This is an optimization exercise on Yosys and OpenROAD, whose aim is small area and a short achievable clock period, not a production implementation. In this exercise RTL edits were held to simulation tests only and were not proved equivalent to the original. Power figures rest on the tool's default switching activity, not on a simulated workload.

$ cat design.v
module acc_convert (
    input             clk,
    input             rst,
    input             in_valid,
    input      [1:0]  op,
    input             sat,
    input      [5:0]  sh,
    input      [71:0] acc_in,
    input      [31:0] d_in,
    output reg        out_valid,
    output reg [31:0] d_out,
    output reg [71:0] acc_out,
    output reg        flag_v,
    output reg        flag_av
);
    localparam OP_MVA  = 2'd0;
    localparam OP_CWPK = 2'd1;
    localparam OP_CWUP = 2'd2;
    wire        acc_neg = acc_in[71];
    wire [71:0] acc_mag = acc_neg ? (~acc_in + 72'd1) : acc_in;
    reg [71:0] mva_q;       
    reg [72:0] mva_r;       
    reg        mva_ovf;
    reg [31:0] mva_d;
    reg        mva_v;
    always @* begin
        mva_q = acc_mag >> sh;
        if (sh != 6'd0)
            mva_q = mva_q + {71'd0, acc_mag[sh - 6'd1]};
        mva_r = acc_neg ? -{1'b0, mva_q} : {1'b0, mva_q};
        if (acc_neg)
            mva_ovf = mva_q > 72'h80000000;
        else
            mva_ovf = mva_q > 72'h7FFFFFFF;
        if (sat && mva_ovf) begin
            mva_d = acc_neg ? 32'h80000000 : 32'h7FFFFFFF;
            mva_v = 1'b1;
        end else begin
            mva_d = mva_r[31:0];
            mva_v = 1'b0;
        end
    end
    reg [6:0]         msb;         
    reg signed [8:0]  pk_e;        
    reg signed [8:0]  pk_k;        
    reg [71:0]        pk_mag;      
    reg [23:0]        pk_m;
    reg [31:0]        pk_d;
    reg               pk_v;
    integer           i;
    always @* begin
        msb = 7'd0;
        for (i = 0; i < 72; i = i + 1)
            if (acc_mag[i])
                msb = i[6:0];
        pk_e   = $signed({2'b00, msb}) - $signed({3'b000, sh}) + 9'sd1;
        pk_k   = 9'sd0;
        pk_mag = 72'd0;
        pk_m   = 24'd0;
        pk_d   = 32'd0;
        pk_v   = 1'b0;
        if (acc_mag == 72'd0) begin
            pk_d = 32'd0;
        end else if (pk_e > 9'sd31) begin
            pk_d = acc_neg ? 32'h1F800001 : 32'h1F7FFFFF;
            pk_v = 1'b1;
        end else begin
            if (pk_e < -9'sd32)
                pk_e = -9'sd32;
            pk_k = 9'sd23 - pk_e - $signed({3'b000, sh});
            if (pk_k >= 0)
                pk_mag = acc_mag << pk_k;
            else begin
                pk_mag = acc_mag >> (-pk_k);
                pk_mag = pk_mag + {71'd0, acc_mag[-pk_k - 9'sd1]};
            end
            if (pk_mag == 72'd0) begin
                pk_d = 32'd0;
            end else begin
                if (!acc_neg && pk_mag == 72'h800000) begin
                    if (pk_e < 9'sd31) begin
                        pk_mag = 72'h400000;
                        pk_e   = pk_e + 9'sd1;
                    end else begin
                        pk_mag = 72'h7FFFFF;
                        pk_v   = 1'b1;
                    end
                end
                pk_m = acc_neg ? (~pk_mag[23:0] + 24'd1) : pk_mag[23:0];
                pk_d = {2'b00, pk_e[5:0], pk_m};
            end
        end
    end
    wire signed [5:0]  up_exp  = d_in[29:24];
    wire               up_neg  = d_in[23];
    wire [23:0]        up_abs  = up_neg ? (~d_in[23:0] + 24'd1) : d_in[23:0];
    wire [71:0]        up_ext  = {48'd0, up_abs};
    reg signed [8:0]   up_t;       
    reg [95:0]         up_wide;
    reg [71:0]         up_q;
    reg [71:0]         up_acc;
    reg                up_av;
    always @* begin
        up_t    = $signed({{3{up_exp[5]}}, up_exp}) - 9'sd23 + $signed({3'b000, sh});
        up_wide = 96'd0;
        up_q    = 72'd0;
        up_acc  = 72'd0;
        up_av   = 1'b0;
        if (up_t >= 0) begin
            up_wide = {72'd0, up_abs} << up_t;
            if (!up_neg && up_wide > 96'h7FFFFFFFFFFFFFFFFF) begin
                up_acc = 72'h7FFFFFFFFFFFFFFFFF;
                up_av  = 1'b1;
            end else if (up_neg && up_wide > 96'h800000000000000000) begin
                up_acc = 72'h800000000000000000;
                up_av  = 1'b1;
            end else begin
                up_q   = up_wide[71:0];
                up_acc = up_neg ? (~up_q + 72'd1) : up_q;
            end
        end else begin
            up_q = {48'd0, up_abs} >> (-up_t);
            up_q = up_q + {71'd0, up_ext[-up_t - 9'sd1]};
            up_acc = up_neg ? (~up_q + 72'd1) : up_q;
        end
    end
    always @(posedge clk) begin
        if (rst) begin
            out_valid <= 1'b0;
            d_out     <= 32'd0;
            acc_out   <= 72'd0;
            flag_v    <= 1'b0;
            flag_av   <= 1'b0;
        end else begin
            out_valid <= in_valid;
            d_out     <= 32'd0;
            acc_out   <= 72'd0;
            flag_v    <= 1'b0;
            flag_av   <= 1'b0;
            case (op)
                OP_MVA: begin
                    d_out  <= mva_d;
                    flag_v <= mva_v;
                end
                OP_CWPK: begin
                    d_out  <= pk_d;
                    flag_v <= pk_v;
                end
                OP_CWUP: begin
                    acc_out <= up_acc;
                    flag_av <= up_av;
                end
                default: ;
            endcase
        end
    end
endmodule
$ cat run.sh
#!/bin/bash
# synth_recipe.tcl (not shown) runs the flow's synth.tcl, then flattens the netlist and writes it again
# the make line also repeats each setting of config.mk as NAME=value (left out here)
make -C /OpenROAD-flow-scripts/flow DESIGN_CONFIG=/design/flow/config.mk WORK_HOME=/design/flow/orfs CLKGATE_MAP_FILE= SYNTH_SCRIPT=/design/flow/synth_recipe.tcl finish
$ cat config.mk
export PLATFORM = sky130hd
export DESIGN_NAME = acc_convert
export DESIGN_NICKNAME = acc_convert
export VERILOG_FILES = /design/flow/design.v
export SDC_FILE = /design/flow/constraint.sdc
export NUM_CORES = 4
export LEC_CHECK = 0
export CAP_MARGIN = 20
export CORE_MARGIN = 2
export CORE_UTILIZATION = 35
export SLEW_MARGIN = 20
$ cat constraint.sdc
create_clock -name core_clock -period 25.0 [get_ports {clk}]
set_input_delay 5.0000 -clock core_clock [delete_from_list [all_inputs] [get_ports {clk}]]
set_output_delay 5.0000 -clock core_clock [all_outputs]
set_load 0.01 [all_outputs]
==> flow_summary.yaml <==
yosys:
  synth_xor_area_share_pct: 6.56
  synth_top_family_by_area: "compound AO/OA/AOI/OAI gates"
  ys_warn_count: 1
  yosys.cell_types.count: 120
  synth-simple-area-share_pct: 32.8
  synthTopCellsByArea: "mux4_2 6.9%, nand2_1 6.5%, nor2_1 5.4%"
  syn_area_um2: 46800
  async_flop_share_pct: 0
  synth_fp_nets: 7296
  yosysTopAreaCell: "mux4_2"
  synth_compound_area_share_pct: 35.5
  yosysSeqAreaShare_pct: 4.58
  synth.top_cell.area_share_pct: 6.89
  synth_adder_area_share_pct: 1.59
  synth_cells: 7123
  yosys-mux-area-fraction_pct: 12.8
  ys.flop_type: "dfxtp_1"
  synth_edf_count: 0
  avgSynthCellArea_um2: 6.56
  ys_seq_elements: 107
timing:
  rsz0062_at_grt: "false"
  post-route-period-util_pct: 97.0
  setup_tns_ns: 0
  worstMarginPinSlew_ns: 1.34
  hold_viol: 0
  period_minus_slack_ns: 24.25
  setup_viol: 0
  slew_viol_final: 0
  whs_ns: 5.20
  slew-limit-headroom_pct: 9.95
  fmax_mhz: 41.2
die:
  die_height_um: 369
  die_area_um2: 137000
  core-area_um2: 133000
  die_w_um: 369
  io_pins: 223
  row_count: 134
  start_util_pct: 35.2
global_routing:
  grt_pass1_wl_um: 482000
  grt-ovfl-total: 0
  grt_pass1_vias: 62200
  grt_max_degree: 113
  track_usage_pct: 48.4
  antenna_found_initial: 20
cts:
  cts_buffer_depth: 2
  post_cts_buffers: 0
  hold_buffers: 0
  cts.sinks: 107
  post_cts_resized: 0
  cts_buffers: 9
  root_buffer: "clkbuf_16"
  cts_max_level: 3
  clkSlewWorstSetupHoldPaths_ns: 0.08
  cts_tree: "done"
pwr:
  p_int_uw: 3400
  combPwrFrac_pct: 96.3
  leakage_uw: 0.0198
  finalPower_uw: 9500
  p_clk_share_pct: 1.6
  p_sw_share_pct: 64.2
  p_per_area_nw_per_um2: 172
  pwr-share-seq_pct: 2.0
  switchingPower_uw: 6100
  ir_drop_mv: 0.140
critical_path:
  crit_type: "in -> reg"
  worstPathMaxFanout: 12
  worst_path_most_repeated_cell: "nand3_1"
  slowest_delay_ns: 0.84
  cp-start-kind: "primary input"
  worstPathRequired_ns: 25.23
  crit_slowest_cell: "xnor2_2"
  crit_arrival_ns: 24.47
  end_kind: "register"
routing:
  wl_per_cell_um: 37.4
  antenna_left: 0
  vias: 67700
  drc_errors: 0
  vias_per_cell: 7.31
  wl_um: 346000
  drt-initial-drc-count: 11600
  dr.pass1.iters: 9
run_status:
  status: "timing/DRC/antenna clean"
final_layout:
  areaGrowthSynthToFinish_pct: 18.1
  fin_util_pct: 41.5
  layout.nets: 7647
  finalNonFillerCells: 9257
  drive_above_1_share_pct: 16.3
  fillerInstances: 14200
placed_design:
  dpl.hpwl_um: 273000
  io_buffers: 220
  dp_cells: 9231
  routabilityCongestion: 1.12
job:
  drv_cap: 0
min_path:
  hold_path.class: "in -> reg"
## through the flow
step,setup slack [ns],instance area (µm²)
2_1_floorplan,3.57,46800
3_3_place_gp,1.51,54800
3_5_place_dp,1.43,54800
4_1_cts,1.70,55100
5_1_grt,0.442,55200
6_report,0.753,55200
## sequential cells by signal, indices dropped and copies added, names as in the netlist
register,flops
acc_out,72
flag_v,1
out_valid,1
flag_av,1
d_out,32
## area by class of cell
class                      count  area (µm²)  area share [%]
tap                         1768        2210            4.01
antenna                       10        25.0          0.0453
clock inverter                 7        95.1           0.172
multi-input combinational   6275       42200            76.5
inverter                     129         493           0.893
sequential                   107        2140            3.88
clock buffer                   9         225           0.408
timing repair buffer         952        7800            14.1
## placed cells by master, fill, tap and decap left out, types with 60 or more instances in the layout
master,instances
o211ai_1,130
o31ai_1,87
a31oi_1,105
mux2i_1,197
or3_1,91
clkdlybuf4s50_1,212
nand2b_1,60
nand3_1,325
and2_1,77
nor2_1,675
dfxtp_1,107
and3_1,77
mux2_2,70
nor3_1,278
o21ai_0,459
nand2_1,810
o22ai_1,88
nand4_1,166
nor4_1,154
xor2_1,117
xnor2_1,197
buf_4,726
inv_1,115
a211oi_1,168
a21oi_1,478
a21o_1,67
a22oi_1,61
mux4_2,143
## cell families after synthesis
| family | count (synthesis) |
|---|---|
| buffers and inverters | 741 |
| AND/OR/NAND/NOR | 3052 |
| flip-flops | 107 |
| XOR/XNOR | 347 |
| multiplexers | 411 |
| AO/OA/AOI/OAI | 2407 |
| other | 1 |
| adder cells (fa/ha/maj) | 57 |
## final timing paths
path / from / end / slack [ns] / cells after the start
setup / recovery: acc_in[0] / d_out[16] / 0.75 / 73
hold / removal: in_valid / out_valid / 5.20 / 2
## layer usage
layer,global-route usage [%],vias up,wire (µm)
li1,-,28400,-
met1,58.8,32500,127000
met2,72.0,5446,144000
met3,14.4,1361,43900
met4,35.7,14,31800
met5,0,-,89
## power groups by stage
stage	Combinational, µW	Clock (µW)	Sequential [µW]
after floorplan	4600	0	207
after global placement	8650	0	198
after detailed placement	8640	0	198
after CTS	8680	155	194
after global routing	9400	161	195
final	9150	153	194
## cell usage after synthesis (60+ instances only)
library cell	n
mux2i_1	197
xnor2_1	215
o22ai_1	88
inv_1	119
buf_1	97
a31oi_1	106
nand3_1	325
a211oi_1	171
nor3_1	281
nand4_1	166
xor2_1	130
nand2_1	810
o21ai_0	461
o31ai_1	88
nand2b_1	60
mux2_2	70
a22oi_1	61
dfxtp_1	107
nor2_1	678
o211ai_1	130
or3_1	91
and2_1	77
a21oi_1	478
mux4_2	143
nor4_1	161
a21o_1	67
and3_1	77
clkbuf_1	465
## worst max-delay path, delay by kind of cell
kind,cells,cell delay [ns]
XOR/XNOR,4,1.70
AO/OA/AOI/OAI,24,6.84
AND/OR/NAND/NOR,25,5.25
buffers and inverters,10,2.27
multiplexers,2,0.65
adder cells (fa/ha/maj),8,2.71

[re-timing with driven ports]
The results above use ideal ports. As a check the final layout listed here was re-extracted and re-timed, cells and wires unchanged.
Step 1 (the two cells are an assumption about what drives the block):
set clk [get_ports {clk}]
set_driving_cell -lib_cell sky130_fd_sc_hd__clkbuf_16 $clk
set_driving_cell -lib_cell sky130_fd_sc_hd__buf_2 [delete_from_list [all_inputs] $clk]
Step 2, shift: input delay + t, output delay - t, t = (earliest + latest rising clock arrival at the registers) / 2. This alone moves slack from input paths to output paths.
Three values: ideal ports, drivers, drivers and shift; two values: the first two.
t, ns: 0.391
setup slack, ns: 0.753 / 0.767 / 0.376
clock arrival spread, ns: 0.014 / 0.014
cell pins on the clock port's net: 1
After both steps this run still meets setup and hold. The setup slack of this run moves by +0.014 ns with the drivers and by -0.377 ns with both steps.
